This is an optimization exercise on Yosys and OpenROAD, whose aim is small area and a short achievable clock period, not a production implementation. Only simulation tests tie the RTL to the original design; equivalence was not proved.

==> flow/design.v <==
module dl_lt_rip #(parameter W = 34) (
    input  wire [W-1:0] a,
    input  wire [W-1:0] b,
    output wire         lt
);
    reg r;
    integer i;
    always @(*) begin
        r = 1'b0;
        for (i = 0; i < W; i = i + 1)
            r = (!a[i] && b[i]) || (!(a[i] && !b[i]) && r);
    end
    assign lt = r;
endmodule
module dl_lt_pre #(parameter W = 34) (
    input  wire [W-1:0] a,
    input  wire [W-1:0] b,
    output wire         lt
);
    reg [63:0] l, g;
    integer i, d;
    always @(*) begin
        l = 64'd0;
        g = 64'd0;
        for (i = 0; i < W; i = i + 1) begin
            l[i] = !a[i] && b[i];
            g[i] = a[i] && !b[i];
        end
        for (d = 1; d < 64; d = d * 2)
            for (i = 0; i + d < 64; i = i + 2 * d) begin
                l[i] = l[i + d] || (!g[i + d] && l[i]);
                g[i] = g[i + d] || (!l[i + d] && g[i]);
            end
    end
    assign lt = l[0];
endmodule
module dl_add_pre #(parameter W = 32) (
    input  wire [W-1:0] a,
    input  wire [W-1:0] b,
    input  wire         ci,
    output wire [W-1:0] s,
    output wire         co
);
    reg [W:0] g, p, c;
    reg [W-1:0] x;
    integer i, d;
    always @(*) begin
        g = {a & b, ci};
        p = {a ^ b, 1'b0};
        x = a ^ b;
        for (d = 1; d <= W; d = d * 2)
            for (i = W; i >= 0; i = i - 1)
                if ((i / d) % 2 == 1) begin
                    g[i] = g[i] || (p[i] && g[(i / d) * d - 1]);
                    p[i] = p[i] && p[(i / d) * d - 1];
                end
        c = g;
    end
    assign s  = x ^ c[W-1:0];
    assign co = c[W];
endmodule
module dl_node #(parameter W = 34, parameter IW = 1, parameter FAST = 1) (
    input  wire          vl,
    input  wire [W-1:0]  kl,
    input  wire [IW-1:0] il,
    input  wire          vr,
    input  wire [W-1:0]  kr,
    input  wire [IW-1:0] ir,
    output wire          vo,
    output wire [W-1:0]  ko,
    output wire [IW:0]   io
);
    wire lt;
    generate
        if (FAST) begin : g_f
            dl_lt_pre #(.W(W)) u_lt (.a(kr), .b(kl), .lt(lt));
        end else begin : g_s
            dl_lt_rip #(.W(W)) u_lt (.a(kr), .b(kl), .lt(lt));
        end
    endgenerate
    wire sr = !vl || (vr && lt);
    assign vo = vl || vr;
    assign ko = sr ? kr : kl;
    assign io = sr ? {1'b1, ir} : {1'b0, il};
endmodule
module dl_div_head #(parameter DS = 6) (
    input  wire [14:0]   hor,
    input  wire [3:0]    wgt,
    output reg  [DS-1:0] q,
    output reg  [3:0]    rem
);
    wire [3:0] w_eff = (wgt == 4'd0) ? 4'd1 : wgt;
    reg  [4:0] r;
    integer    i;
    always @(*) begin
        r = 5'd0;
        for (i = 0; i < DS; i = i + 1) begin
            r = {r[3:0], hor[14 - i]};
            q[DS-1-i] = (r >= {1'b0, w_eff});
            if (q[DS-1-i]) r = r - {1'b0, w_eff};
        end
        rem = r[3:0];
    end
endmodule
module dl_keygen #(parameter DS = 6) (
    input  wire [31:0]   now,
    input  wire          tg,
    input  wire [16:0]   fa,       
    input  wire [14:0]   hor,
    input  wire [3:0]    wgt,
    input  wire [DS-1:0] q_hd,     
    input  wire [3:0]    r_hd,     
    output wire [31:0]   k
);
    wire [14:0] hor_eff = (hor == 15'd0) ? 15'd1 : hor;
    wire [3:0]  w_eff   = (wgt == 4'd0)  ? 4'd1  : wgt;
    reg  [17:0] h_f;
    reg  [4:0]  dv_r;
    integer     i;
    always @(*) begin
        h_f  = 18'd0;
        h_f[17:18-DS] = q_hd;
        dv_r = {1'b0, r_hd};
        for (i = 17 - DS; i >= 0; i = i - 1) begin
            dv_r = {dv_r[3:0], (i >= 3) ? hor_eff[(i >= 3) ? i - 3 : 0] : 1'b0};
            h_f[i] = (dv_r >= {1'b0, w_eff});
            if (h_f[i]) dv_r = dv_r - {1'b0, w_eff};
        end
    end
    wire [17:0] off_u = (h_f > {2'b00, fa[15:0]}) ? h_f : {2'b00, fa[15:0]};
    wire [18:0] off   = tg ? {{2{fa[16]}}, fa} : {1'b0, off_u};
    dl_add_pre #(.W(32)) u_add (.a(now), .b({{13{off[18]}}, off}), .ci(1'b0), .s(k), .co());
endmodule
module dl_late (
    input  wire [32:0] now_up,    
    input  wire [31:0] k,
    input  wire        untag,
    output wire [15:0] late_by
);
    wire [32:0] d;
    wire        nb;
    dl_add_pre #(.W(33)) u_sub (.a(now_up), .b({1'b1, ~k}), .ci(1'b1), .s(d), .co(nb));
    wire is_late = !untag && nb && (d != 33'd0);
    assign late_by = !is_late ? 16'd0 :
                     (d[32:16] != 17'd0) ? 16'hFFFF : d[15:0];
endmodule
module jx_dl_arb (
    input  wire        clk,
    input  wire        rst,
    input  wire [37:0] devtime,       
    input  wire [14:0] cfg_horizon,   
    input  wire        enq_valid,
    input  wire [4:0]  enq_slot,
    input  wire        enq_tagged,
    input  wire [15:0] enq_dl,
    input  wire [3:0]  enq_weight,
    input  wire [15:0] enq_floor,
    input  wire [31:0] elig,
    input  wire        grant_en,
    output reg         grant_valid,
    output reg  [4:0]  grant_slot,
    output reg         grant_tagged,
    output reg  [15:0] grant_dl,
    output reg  [15:0] grant_late_by,
    output reg         enq_late,
    output reg         enq_clamped,
    output wire [31:0] occupied
);
    localparam NS = 32;
    localparam KW = 34;              
    reg [31:0]   key    [0:NS-1];
    reg [NS-1:0] is_tag;
    reg [NS-1:0] valid;
    reg [4:0]    last;
    assign occupied = valid;
    wire [31:0] now = devtime[37:6];
    wire [15:0] r16 = enq_dl - now[15:0];
    wire clamp = (enq_floor != 16'd0) && (r16[15] || (r16 < enq_floor));
    wire late_arr = !clamp &&
                    (r16[15] || ((r16 == 16'd0) && (devtime[5:0] != 6'd0)));
    reg         pv;
    reg  [4:0]  ps;
    reg         pt;
    reg  [31:0] pnow;
    reg  [16:0] pfa;
    reg  [14:0] phor;
    reg  [3:0]  pwgt;
    reg  [5:0]  pq;
    reg  [3:0]  prem;
    wire [5:0]  q_hd;
    wire [3:0]  r_hd;
    dl_div_head #(.DS(6)) u_dh (.hor(cfg_horizon), .wgt(enq_weight), .q(q_hd), .rem(r_hd));
    always @(posedge clk) begin
        pv   <= enq_valid && !rst;
        ps   <= enq_slot;
        pt   <= enq_tagged;
        pnow <= now;
        pfa  <= !enq_tagged ? {1'b0, enq_floor} :
                clamp       ? {1'b0, enq_floor} : {r16[15], r16};
        phor <= cfg_horizon;
        pwgt <= enq_weight;
        pq   <= q_hd;
        prem <= r_hd;
    end
    wire [31:0] pkey;
    dl_keygen #(.DS(6)) u_kg (.now(pnow), .tg(pt), .fa(pfa), .hor(phor), .wgt(pwgt),
                             .q_hd(pq), .r_hd(prem), .k(pkey));
    wire [NS-1:0] pmask = pv ? (32'd1 << ps) : 32'd0;
    wire [KW-1:0] k0 [0:31];
    wire [31:0]   v0 = valid & elig & ~pmask;
    genvar g;
    generate
        for (g = 0; g < 32; g = g + 1) begin : g_leaf
            assign k0[g] = {key[g], !is_tag[g], (g[4:0] <= last)};
        end
    endgenerate
    wire [KW-1:0] k1 [0:15];
    wire [15:0]   v1;
    wire [0:0]    i1 [0:15];
    generate
        for (g = 0; g < 16; g = g + 1) begin : g_l1
            wire [1:0] io1;
            dl_node #(.W(KW), .IW(1), .FAST(0)) u_n (
                .vl(v0[2*g]), .kl(k0[2*g]), .il(1'b0),
                .vr(v0[2*g+1]), .kr(k0[2*g+1]), .ir(1'b0),
                .vo(v1[g]), .ko(k1[g]), .io(io1));
            assign i1[g] = io1[1];
        end
    endgenerate
    wire [KW-1:0] k2 [0:7];
    wire [7:0]    v2;
    wire [1:0]    i2 [0:7];
    generate
        for (g = 0; g < 8; g = g + 1) begin : g_l2
            dl_node #(.W(KW), .IW(1)) u_n (
                .vl(v1[2*g]), .kl(k1[2*g]), .il(i1[2*g]),
                .vr(v1[2*g+1]), .kr(k1[2*g+1]), .ir(i1[2*g+1]),
                .vo(v2[g]), .ko(k2[g]), .io(i2[g]));
        end
    endgenerate
    wire [KW-1:0] k3 [0:3];
    wire [3:0]    v3;
    wire [2:0]    i3 [0:3];
    generate
        for (g = 0; g < 4; g = g + 1) begin : g_l3
            dl_node #(.W(KW), .IW(2)) u_n (
                .vl(v2[2*g]), .kl(k2[2*g]), .il(i2[2*g]),
                .vr(v2[2*g+1]), .kr(k2[2*g+1]), .ir(i2[2*g+1]),
                .vo(v3[g]), .ko(k3[g]), .io(i3[g]));
        end
    endgenerate
    wire [KW-1:0] k4 [0:1];
    wire [1:0]    v4;
    wire [3:0]    i4 [0:1];
    generate
        for (g = 0; g < 2; g = g + 1) begin : g_l4
            dl_node #(.W(KW), .IW(3)) u_n (
                .vl(v3[2*g]), .kl(k3[2*g]), .il(i3[2*g]),
                .vr(v3[2*g+1]), .kr(k3[2*g+1]), .ir(i3[2*g+1]),
                .vo(v4[g]), .ko(k4[g]), .io(i4[g]));
        end
    endgenerate
    wire          pc   = pv && elig[ps];
    wire [KW+4:0] kp_f = {pkey, !pt, (ps <= last), ps};
    wire [KW+4:0] kl_f = {k4[0], 1'b0, i4[0]};
    wire [KW+4:0] kr_f = {k4[1], 1'b1, i4[1]};
    wire r_lt_l, p_lt_l, p_lt_r;
    dl_lt_pre #(.W(KW))   u_rl (.a(k4[1]), .b(k4[0]), .lt(r_lt_l));
    dl_lt_pre #(.W(KW+5)) u_pl (.a(kp_f),  .b(kl_f),  .lt(p_lt_l));
    dl_lt_pre #(.W(KW+5)) u_pr (.a(kp_f),  .b(kr_f),  .lt(p_lt_r));
    wire r_beats_l = v4[1] && (!v4[0] || r_lt_l);
    wire p_beats_l = !v4[0] || p_lt_l;
    wire p_beats_r = !v4[1] || p_lt_r;
    wire sel_p     = pc && p_beats_l && p_beats_r;
    wire sel_r     = !sel_p && r_beats_l;
    wire found     = v4[0] || v4[1] || pc;
    wire [KW+4:0] best_f = sel_p ? kp_f : sel_r ? kr_f : kl_f;
    wire [4:0]    best       = best_f[4:0];
    wire [31:0]   best_key   = best_f[KW+4:7];
    wire          best_untag = best_f[6];
    wire do_grant = grant_en && found;
    wire [32:0] now_up = {1'b0, now} + {32'd0, (devtime[5:0] != 6'd0)};
    wire [15:0] late_l, late_r, late_p;
    dl_late u_late_l (.now_up(now_up), .k(kl_f[KW+4:7]), .untag(kl_f[6]), .late_by(late_l));
    dl_late u_late_r (.now_up(now_up), .k(kr_f[KW+4:7]), .untag(kr_f[6]), .late_by(late_r));
    dl_late u_late_p (.now_up(now_up), .k(kp_f[KW+4:7]), .untag(kp_f[6]), .late_by(late_p));
    wire [15:0] late_by = sel_p ? late_p : sel_r ? late_r : late_l;
    integer s;
    always @(posedge clk) begin
        if (rst) begin
            valid         <= {NS{1'b0}};
            last          <= 5'd31;
            grant_valid   <= 1'b0;
            grant_slot    <= 5'd0;
            grant_tagged  <= 1'b0;
            grant_dl      <= 16'd0;
            grant_late_by <= 16'd0;
            enq_late      <= 1'b0;
            enq_clamped   <= 1'b0;
        end else begin
            if (do_grant) begin
                valid[best]   <= 1'b0;
                last          <= best;
                grant_valid   <= 1'b1;
                grant_slot    <= best;
                grant_tagged  <= !best_untag;
                grant_dl      <= best_key[15:0];
                grant_late_by <= late_by;
            end else begin
                grant_valid   <= 1'b0;
                grant_slot    <= 5'd0;
                grant_tagged  <= 1'b0;
                grant_dl      <= 16'd0;
                grant_late_by <= 16'd0;
            end
            if (enq_valid) begin
                valid[enq_slot] <= 1'b1;
                enq_late        <= enq_tagged && late_arr;
                enq_clamped     <= enq_tagged && clamp;
            end else begin
                enq_late        <= 1'b0;
                enq_clamped     <= 1'b0;
            end
        end
    end
    always @(posedge clk) begin
        for (s = 0; s < NS; s = s + 1) begin
            if (pv && ps == s[4:0]) begin
                key[s]    <= pkey;
                is_tag[s] <= pt;
            end
        end
    end
endmodule
Settings: LEC_CHECK=0, ABC_AREA=1, CAP_MARGIN=20, CORE_MARGIN=2, CORE_UTILIZATION=40, SLEW_MARGIN=20, SYNTH_HIERARCHICAL=1, SYNTH_MINIMUM_KEEP_SIZE=0; clock period 125.0 ns.
run.sh (not shown) runs the stock make flow with config.mk's settings and CLKGATE_MAP_FILE= SYNTH_SCRIPT=/design/flow/synth_recipe.tcl, a recipe that flattens the netlist after the stock synthesis.
Then changed:
--- a/flow/design.v
+++ b/flow/design.v
@@ -82,47 +82,24 @@
     assign vo = vl || vr;
     assign ko = sr ? kr : kl;
     assign io = sr ? {1'b1, ir} : {1'b0, il};
 endmodule
-module dl_div_head #(parameter DS = 6) (
-    input  wire [14:0]   hor,
-    input  wire [3:0]    wgt,
-    output reg  [DS-1:0] q,
-    output reg  [3:0]    rem
-);
-    wire [3:0] w_eff = (wgt == 4'd0) ? 4'd1 : wgt;
-    reg  [4:0] r;
-    integer    i;
-    always @(*) begin
-        r = 5'd0;
-        for (i = 0; i < DS; i = i + 1) begin
-            r = {r[3:0], hor[14 - i]};
-            q[DS-1-i] = (r >= {1'b0, w_eff});
-            if (q[DS-1-i]) r = r - {1'b0, w_eff};
-        end
-        rem = r[3:0];
-    end
-endmodule
-module dl_keygen #(parameter DS = 6) (
-    input  wire [31:0]   now,
-    input  wire          tg,
-    input  wire [16:0]   fa,       
-    input  wire [14:0]   hor,
-    input  wire [3:0]    wgt,
-    input  wire [DS-1:0] q_hd,     
-    input  wire [3:0]    r_hd,     
-    output wire [31:0]   k
+module dl_keygen (
+    input  wire [31:0] now,
+    input  wire        tg,
+    input  wire [16:0] fa,       
+    input  wire [14:0] hor,
+    input  wire [3:0]  wgt,
+    output wire [31:0] k
 );
     wire [14:0] hor_eff = (hor == 15'd0) ? 15'd1 : hor;
     wire [3:0]  w_eff   = (wgt == 4'd0)  ? 4'd1  : wgt;
     reg  [17:0] h_f;
     reg  [4:0]  dv_r;
     integer     i;
     always @(*) begin
-        h_f  = 18'd0;
-        h_f[17:18-DS] = q_hd;
-        dv_r = {1'b0, r_hd};
-        for (i = 17 - DS; i >= 0; i = i - 1) begin
+        dv_r = 5'd0;
+        for (i = 17; i >= 0; i = i - 1) begin
             dv_r = {dv_r[3:0], (i >= 3) ? hor_eff[(i >= 3) ? i - 3 : 0] : 1'b0};
             h_f[i] = (dv_r >= {1'b0, w_eff});
             if (h_f[i]) dv_r = dv_r - {1'b0, w_eff};
         end
@@ -184,13 +161,8 @@
     reg  [31:0] pnow;
     reg  [16:0] pfa;
     reg  [14:0] phor;
     reg  [3:0]  pwgt;
-    reg  [5:0]  pq;
-    reg  [3:0]  prem;
-    wire [5:0]  q_hd;
-    wire [3:0]  r_hd;
-    dl_div_head #(.DS(6)) u_dh (.hor(cfg_horizon), .wgt(enq_weight), .q(q_hd), .rem(r_hd));
     always @(posedge clk) begin
         pv   <= enq_valid && !rst;
         ps   <= enq_slot;
         pt   <= enq_tagged;
@@ -198,14 +170,11 @@
         pfa  <= !enq_tagged ? {1'b0, enq_floor} :
                 clamp       ? {1'b0, enq_floor} : {r16[15], r16};
         phor <= cfg_horizon;
         pwgt <= enq_weight;
-        pq   <= q_hd;
-        prem <= r_hd;
     end
     wire [31:0] pkey;
-    dl_keygen #(.DS(6)) u_kg (.now(pnow), .tg(pt), .fa(pfa), .hor(phor), .wgt(pwgt),
-                             .q_hd(pq), .r_hd(prem), .k(pkey));
+    dl_keygen u_kg (.now(pnow), .tg(pt), .fa(pfa), .hor(phor), .wgt(pwgt), .k(pkey));
     wire [NS-1:0] pmask = pv ? (32'd1 << ps) : 32'd0;
     wire [KW-1:0] k0 [0:31];
     wire [31:0]   v0 = valid & elig & ~pmask;
     genvar g;
@@ -279,13 +248,10 @@
     wire [31:0]   best_key   = best_f[KW+4:7];
     wire          best_untag = best_f[6];
     wire do_grant = grant_en && found;
     wire [32:0] now_up = {1'b0, now} + {32'd0, (devtime[5:0] != 6'd0)};
-    wire [15:0] late_l, late_r, late_p;
-    dl_late u_late_l (.now_up(now_up), .k(kl_f[KW+4:7]), .untag(kl_f[6]), .late_by(late_l));
-    dl_late u_late_r (.now_up(now_up), .k(kr_f[KW+4:7]), .untag(kr_f[6]), .late_by(late_r));
-    dl_late u_late_p (.now_up(now_up), .k(kp_f[KW+4:7]), .untag(kp_f[6]), .late_by(late_p));
-    wire [15:0] late_by = sel_p ? late_p : sel_r ? late_r : late_l;
+    wire [15:0] late_by;
+    dl_late u_late (.now_up(now_up), .k(best_key), .untag(best_untag), .late_by(late_by));
     integer s;
     always @(posedge clk) begin
         if (rst) begin
             valid         <= {NS{1'b0}};
- utilization grows by 0.30 points
- count of clock-buffer cells in the layout came out lower by 2
- global-route usage is lower by 0.66 points
- register-to-register slack loses 11 ns
- first-iteration DRC count drops by 12%
- final area drops by 4.4%
- die area shrinks by 4.7%
- wire length drops by 6.9%
- sequential share of layout area climbs by 1.3 points
- worst hold slack is worse by 0.014 ns

## separate check: timing with driven ports
In the flow no input, the clock included, has a driving cell. The finished layouts below were timed again as built, in two steps. Step 1: set_driving_cell puts a clkbuf_16 on clk and a buf_2 on each other input, an assumption about the parent block. Step 2 moves the port delays by t, midway between the first and last clock arrival at a register: inputs arrive t later, outputs are due t later. That takes back most of the time a late clock gives input paths. a / b / c = ideal ports / drivers / drivers and shift; a / b = the first two.
run | shift t [ns] | setup WS [ns] | clock arrival spread, ns | slew at the worst register clock pin (ns)
the first run | 0.897 | 87.702 / 87.757 / 86.859 | 0.049 / 0.049 | 0.07 / 0.07
the second run | 0.910 | 85.628 / 85.694 / 84.784 | 0.076 / 0.076 | 0.07 / 0.07
After both steps setup and hold are still met in every run listed. The setup slack of the second run, which loses most, moves by +0.066 ns with the drivers and by -0.844 ns with both steps.
